This design comes from an exercise in tuning for small area, a short achievable clock period and few clock cycles per item on the open sky130 flow, not from production work. No functional check of the RTL was part of this run. Power figures rest on the tool's default switching activity, not on a simulated workload.

### flow/design.v
module contone_block_dec (
    input  wire       clk,
    input  wire       rst,           
    input  wire       in_valid,      
    output wire       in_ready,
    input  wire [7:0] in_data,
    input  wire       n_valid,       
    output wire       n_ready,
    input  wire [7:0] n_data,
    input  wire       n_sol,         
    output reg        out_valid,     
    input  wire       out_ready,
    output reg  [7:0] out_data,
    output reg        out_last       
);
    localparam B = 24;               
    reg         ibv;
    reg  [7:0]  ib;
    reg  [4:0]  bn;                  
    reg  [B-1:0] bb;                 
    reg         room;                
    wire        ins     = ibv & room;
    assign in_ready = ~ibv | room;
    wire        in_fire = in_valid & in_ready;
    reg  [B-1:0] bbi;
    integer      j;
    always @(*) begin
        bbi = bb;
        for (j = 0; j < B; j = j + 1)
            if (ins && (B - 1 - j) >= bn && (B - 1 - j) < bn + 5'd8)
                bbi[j] = ib[7 - (B - 1 - j - bn)];
    end
    wire [4:0]  bni = bn + (ins ? 5'd8 : 5'd0);
    reg         active;              
    reg  [1:0]  kind;                
    reg  [1:0]  sel_p;
    reg  [2:0]  sel_k;
    reg  [5:0]  cnt;                 
    reg  [1:0]  qa;                  
    reg         tv;
    reg  [7:0]  tz;
    reg  [1:0]  tp;
    reg         traw, tlast;
    reg         nv;
    reg  [7:0]  nr;
    reg         nsol;
    reg  [7:0]  nwp;                 
    reg         sv;                  
    reg  [7:0]  sd;
    reg         sl;
    wire        fire = tv & nv & ~sv;
    wire        tadv = ~tv | fire;
    assign n_ready = ~nv | fire;
    wire        n_fire = n_valid & n_ready;
    wire [2:0]  pad = bn[2:0];
    wire [7:0]  top8 = bb[B-1 -: 8];
    wire        ones8 = &top8;
    reg  [2:0]  q;
    integer     qi;
    always @(*) begin
        q = 3'd7;
        for (qi = 6; qi >= 0; qi = qi - 1)
            if (!bb[B-1-qi]) q = qi[2:0];
    end
    wire [B-1:0] hdr_w = bb << pad;
    wire [7:0]  hdr   = hdr_w[B-1 -: 8];
    wire [B-1:0] aq   = bb << q;
    wire [6:0]  tail  = aq[B-2 -: 7];
    wire [6:0]  rem_k = tail >> (3'd7 - sel_k);
    wire [7:0]  z_code = ({3'd0, qa, q} << sel_k) | {1'b0, rem_k};
    wire [4:0]  len_code = {2'd0, q} + 5'd1 + {2'd0, sel_k};
    wire        bn8 = (bn >= 5'd8);
    reg         emit;                
    reg  [7:0]  z;
    reg         raw;
    reg  [4:0]  used;
    reg         go_hdr, go_chunk;
    always @(*) begin
        emit = 1'b0; z = 8'd0; raw = 1'b0; used = 5'd0;
        go_hdr = 1'b0; go_chunk = 1'b0;
        if (!active) begin
            if (bn8) begin
                go_hdr = 1'b1;
                used   = {2'd0, pad} + 5'd8;
            end
        end else if (kind == 2'd1) begin
            emit = tadv;
        end else if (kind == 2'd3 || qa == 2'd3) begin
            if (bn8 && tadv) begin
                emit = 1'b1; raw = (kind == 2'd3); z = top8; used = 5'd8;
            end
        end else if (ones8) begin
            if (bn8) begin
                go_chunk = 1'b1; used = 5'd8;
            end
        end else begin
            if (len_code <= bn && tadv) begin
                emit = 1'b1; z = z_code; used = len_code;
            end
        end
    end
    wire [B-1:0] bb_n = bbi << used;
    wire [4:0]   bn_n = bni - used;
    wire [7:0]  w  = out_data;
    wire [7:0]  nn = nr;
    wire [7:0]  nw = nwp;
    wire [7:0]  e  = tz[0] ? ~{1'b0, tz[7:1]} : {1'b0, tz[7:1]};
    wire [7:0]  lo = (w < nn) ? w : nn;
    wire [7:0]  hi = (w < nn) ? nn : w;
    wire [8:0]  s2 = {1'b0, w} + {1'b0, nn} + {e, 1'b0};
    reg  [7:0]  cur;
    always @(*) begin
        if (traw)
            cur = tz;
        else if (nsol)
            cur = nn + e;
        else case (tp)
            2'd0: cur = w + e;
            2'd1: cur = nn + e;
            2'd2: cur = s2[8:1];
            default: begin
                if (nw >= hi)      cur = lo + e;
                else if (nw <= lo) cur = hi + e;
                else               cur = w + nn - nw + e;
            end
        endcase
    end
    always @(posedge clk) begin
        if (rst) begin
            ibv    <= 1'b0;
            bn     <= 5'd0;
            room   <= 1'b1;
            active <= 1'b0;
            qa     <= 2'd0;
            tv     <= 1'b0;
            nv     <= 1'b0;
            sv     <= 1'b0;
            out_valid <= 1'b0;
        end else begin
            if (in_fire) begin
                ibv <= 1'b1;
                ib  <= in_data;
            end else if (ins) begin
                ibv <= 1'b0;
            end
            bb   <= bb_n;
            bn   <= bn_n;
            room <= (bn_n <= B - 8);
            if (go_hdr) begin
                active <= 1'b1;
                kind   <= bb_hdr_kind(hdr);
                sel_p  <= hdr[5:4];
                sel_k  <= hdr[2:0];
                cnt    <= 6'd0;
                qa     <= 2'd0;
            end
            if (go_chunk)
                qa <= qa + 2'd1;
            if (emit) begin
                qa  <= 2'd0;
                cnt <= cnt + 6'd1;
                if (cnt == 6'd63)
                    active <= 1'b0;
            end
            if (emit) begin
                tv    <= 1'b1;
                tz    <= z;
                tp    <= sel_p;
                traw  <= raw;
                tlast <= (cnt == 6'd63);
            end else if (fire) begin
                tv <= 1'b0;
            end
            if (n_fire) begin
                nv   <= 1'b1;
                nr   <= n_data;
                nsol <= n_sol;
            end else if (fire) begin
                nv <= 1'b0;
            end
            if (fire)
                nwp <= nr;
            if (sv) begin
                if (!out_valid || out_ready) begin
                    out_data  <= sd;
                    out_last  <= sl;
                    out_valid <= 1'b1;
                    sv        <= 1'b0;
                end
            end else if (fire) begin
                if (!out_valid || out_ready) begin
                    out_data  <= cur;
                    out_last  <= tlast;
                    out_valid <= 1'b1;
                end else begin
                    sd <= cur;
                    sl <= tlast;
                    sv <= 1'b1;
                end
            end else if (out_ready) begin
                out_valid <= 1'b0;
            end
        end
    end
    function [1:0] bb_hdr_kind;
        input [7:0] h;
        bb_hdr_kind = h[7:6];
    endfunction
endmodule
### flow/run.sh
#!/bin/bash
# synth_recipe.tcl (not shown) runs the flow's synth.tcl, then flattens the netlist and writes it again
# the make line also repeats each setting of config.mk as NAME=value (left out here)
make -C /OpenROAD-flow-scripts/flow DESIGN_CONFIG=/design/flow/config.mk WORK_HOME=/design/flow/orfs CLKGATE_MAP_FILE= SYNTH_SCRIPT=/design/flow/synth_recipe.tcl finish
### flow/config.mk
export PLATFORM = sky130hd
export DESIGN_NAME = contone_block_dec
export DESIGN_NICKNAME = contone_block_dec
export VERILOG_FILES = /design/flow/design.v
export SDC_FILE = /design/flow/constraint.sdc
export NUM_CORES = 4
export LEC_CHECK = 0
export CAP_MARGIN = 20
export CORE_MARGIN = 2
export CORE_UTILIZATION = 40
export SLEW_MARGIN = 20
### flow/constraint.sdc
create_clock -name core_clock -period 12.0 [get_ports {clk}]
set_input_delay 2.4000 -clock core_clock [delete_from_list [all_inputs] [get_ports {clk}]]
set_output_delay 2.4000 -clock core_clock [all_outputs]
set_load 0.01 [all_outputs]
==> results_dict.tcl <==
set metrics [dict create \
    grt.total_usage_pct 22.1 \
    grt_overflow 0 \
    firstDrtPassIters 6 \
    hp-class "reg -> reg" \
    status "timing/DRC/antenna clean" \
    grt_pass1_wl_um 53100 \
    p_total_uw 3360 \
    ir_worst_vdd_uv 151 \
    p_leak_uw 0.00519 \
    worstRegToRegCells 21 \
    first_iter_violations 959 \
    portBuffers 33 \
    synthFlopType "edfxtp_1" \
    drc_errors 0 \
    synthCells 1317 \
    grt_pass1_vias 9679 \
    fin_crit_ps 6060 \
    cts_resized 0 \
    synth_area_per_cell_um2 8.89 \
    fillCellCount 2743 \
    yosysSeqAreaShare_pct 26.0 \
    instances_no_fill 1700 \
    hold_ws_ps 423 \
    dp_hpwl_um 26400 \
    cp_max_fo 26 \
    path_cells "nand2_1 -> o21ai_4 -> inv_4 -> ha_1 -> inv_1 -> fa_1 -> ha_1 -> nor2b_1 -> o211ai_1 -> a21oi_1 -> nor3_1 -> buf_4 -> a22o_1 -> clkinv_2 -> ha_1 -> ha_1 -> inv_1 -> fa_1 -> xor2_1 -> nand4b_1 -> nand2_1" \
    synth_nets 1474 \
    synthArstFlopShare_pct 0 \
    grt_setup_unrepaired "no" \
    ctsLongestPathBuffers 2 \
    tightest_slew_ps 998 \
    setup_tns_ps 0 \
    max-slew-margin-rel_pct 32.9 \
    setup_viol 0 \
    initial_core_util_pct 40.7 \
    antenna_found_initial 0 \
    cp_common_cell "ha_1" \
    worstHoldPathCells 0 \
    cts_setup_buffers 0 \
    cp_slowest_stage_delay_ps 810 \
    die_h_um 175 \
    viasPerCell 5.84 \
    critPathCaptureType "register" \
    holdBufCountCts 0 \
    io_pins 34 \
    start_kind "register" \
    hold_viol_final 0 \
    die_area_mm2 0.0306 \
    rows 62 \
    finalCritPeriodShare_pct 50.5 \
    synth_common_cells "nand2_1 (119), ha_1 (106), inv_1 (105), nor2_1 (93), edfxtp_1 (92)" \
    routed_wl_um 33700 \
    avgRoutedWirePerCell_um 19.8 \
    coreArea_mm2 0.0288 \
    synth.largest_area_cell "edfxtp_1" \
    fp.dieW_um 175 \
    root_buffer "clkbuf_16" \
    clock_latency_ps 360 \
    synthTopCellsByArea "edfxtp_1 (24%), ha_1 (11%), mux2i_1 (7.8%)" \
    arrival_ps 6360 \
    yosysMostFrequentCell "nand2_1" \
    power_density_mw_per_mm2 267 \
    syn_area_mm2 0.0117 \
    cts.sinks 106 \
    cts_tree "built" \
    syn_to_final_growth_pct 7.77 \
    synthDistinctLibCells 89 \
    clk_pin_slew_ps 70 \
    slew_viol_final 0 \
    yosys.area.top_type_share_pct 23.6 \
    yosysWarnings 1 \
    cts_max_level 3 \
    finalClockSkew_ps 10.6 \
    fmax_ghz 0.165 \
    synth_seq_cells 106 \
    synth_edf_count 92 \
    cts_made_buffers 9 \
    critPathRequiredTime_ps 12300 \
    diodes 0 \
    path_class "reg -> reg" \
    grt_max_degree 42 \
    place.gp.congestion 0.933 \
    postRouteAntennaNets 0 \
    final_nets 1469 \
    cp_slowest_cell "a22o_1" \
    layout-drive-gt1-share_pct 6.61 \
    numPlacedInstances 1685 \
    maxCapViolCount 0 \
    vias 9927 \
]
where the power goes:
group          switching (µW)  internal [µW]  total (µW)
clock                     142            143         285
combinational            1410            958        2360
sequential                158            557         715
total                    1710           1660        3360
worst max-delay path, delay by kind of cell (launching register included):
kind	cells	cell delay, ps
AOI/OAI and AO/OA	4	1470
xor gates and xnor gates	1	180
adders and majority gates	6	1930
buffers and inverters	5	970
DFF	1	680
and+or+nand+nor	5	730
registers in the layout, indices dropped and copies added (netlist names), 5 cells and up:
register and cells:
nr 8, bb 24, cnt 6, out_data 8, sd 8, ib 8, bn 5, nwp 8
tz 8
logic make-up (layout without fill, tap and decap cells):
kind of cell               after synthesis  count (layout)  share of synthesized area [%]
and+or+nand+nor                        393             393                           16.3
adders and majority gates              135             135                           16.3
xor gates and xnor gates                57              57                           4.27
AOI/OAI and AO/OA                      320             320                           18.2
buffers and inverters                  182             181                           6.48
muxes                                  124             124                           12.5
DFF                                    106             106                           26.0
cell type report:
class,count,area (µm²),share of cell area [%]
multi-input combinational,1029,7920,62.8
sequential,106,3040,24.1
tap,384,480,3.81
inverter,119,453,3.59
timing repair buffer,47,435,3.45
clock buffer,9,225,1.79
clock inverter,6,52.6,0.417
layout by cell type, fill, tap and decap left out, drive strengths merged, types with 7 or more instances in the layout:
master / Yosys / layout
o41ai: 8 / 8
clkdlybuf4s50: 0 / 33
xnor2: 31 / 31
mux2: 17 / 17
clkinv: 6 / 8
a221oi: 10 / 10
a31oi: 11 / 11
nand2b: 18 / 18
nor2b: 24 / 24
and2: 13 / 13
and3: 12 / 12
or3: 9 / 9
nand4: 9 / 9
nand2: 120 / 120
a211oi: 12 / 12
o31ai: 8 / 8
dfxtp: 14 / 14
nand3: 38 / 38
mux2i: 92 / 92
nor3: 30 / 30
o211ai: 16 / 16
xor2: 26 / 26
ha: 106 / 106
buf: 30 / 14
o22ai: 7 / 7
edfxtp: 92 / 92
o21ai: 86 / 86
a21oi: 74 / 74
mux4: 15 / 15
clkbuf: 33 / 9
o21a: 10 / 10
inv: 113 / 115
a21o: 22 / 22
fa: 29 / 29
nor2: 93 / 93
metrics by stage:
| stage | util [%] | setup slack, ps | cell area [µm²] |
|---|---|---|---|
| final | 43.8 | 5940 | 12600 |
| after global routing | 43.8 | 5480 | 12600 |
| after floorplan | - | 7350 | 11700 |
| after detailed placement | 42.9 | 6090 | 12300 |
| after CTS | 43.8 | 6050 | 12600 |
| after global placement | 42.8 | 6190 | 12300 |
routing by layer:
metal	vias up	share of wire (%)	track usage, %
li1	4784	-	-
met1	4726	44	28.9
met2	349	47	37.2
met3	68	5.1	2.20
met4	0	4.1	9.48
met5	-	0	0
final timing paths:
kind                               start    end  slack (ps)
worst min register to register  sel_p[0]  tp[0]         420
worst max-delay path              bb[23]   room        5940
worst min-delay path            sel_p[0]  tp[0]         420
worst max register to register    bb[23]   room        5940

-- afterwards: timing with drivers on the ports --
How much do the figures lean on ideal ports? The routed layout below was timed once more, with nothing changed but the port constraints. Step 1 (the two cells are an assumption about what drives the block):
set clk [get_ports {clk}]
set_driving_cell -lib_cell sky130_fd_sc_hd__clkbuf_16 $clk
set_driving_cell -lib_cell sky130_fd_sc_hd__buf_2 [delete_from_list [all_inputs] $clk]
Step 2, shift: input delay + t, output delay - t, t = (earliest + latest rising clock arrival at the registers) / 2. This alone moves slack from input paths to output paths. Slacks: ideal ports / drivers / drivers and shift; pairs: ideal ports / drivers.
t (ns): 0.402
setup WS [ns]: 5.939 / 5.939 / 5.939
worst setup path after step 2: register to register
clock arrival spread, ns: 0.012 / 0.012
worst slew at a driven data input, ns: 0.06
After both steps this run still meets setup and hold. The setup slack of this run moves by 0.000 ns with the drivers and by 0.000 ns with both steps.
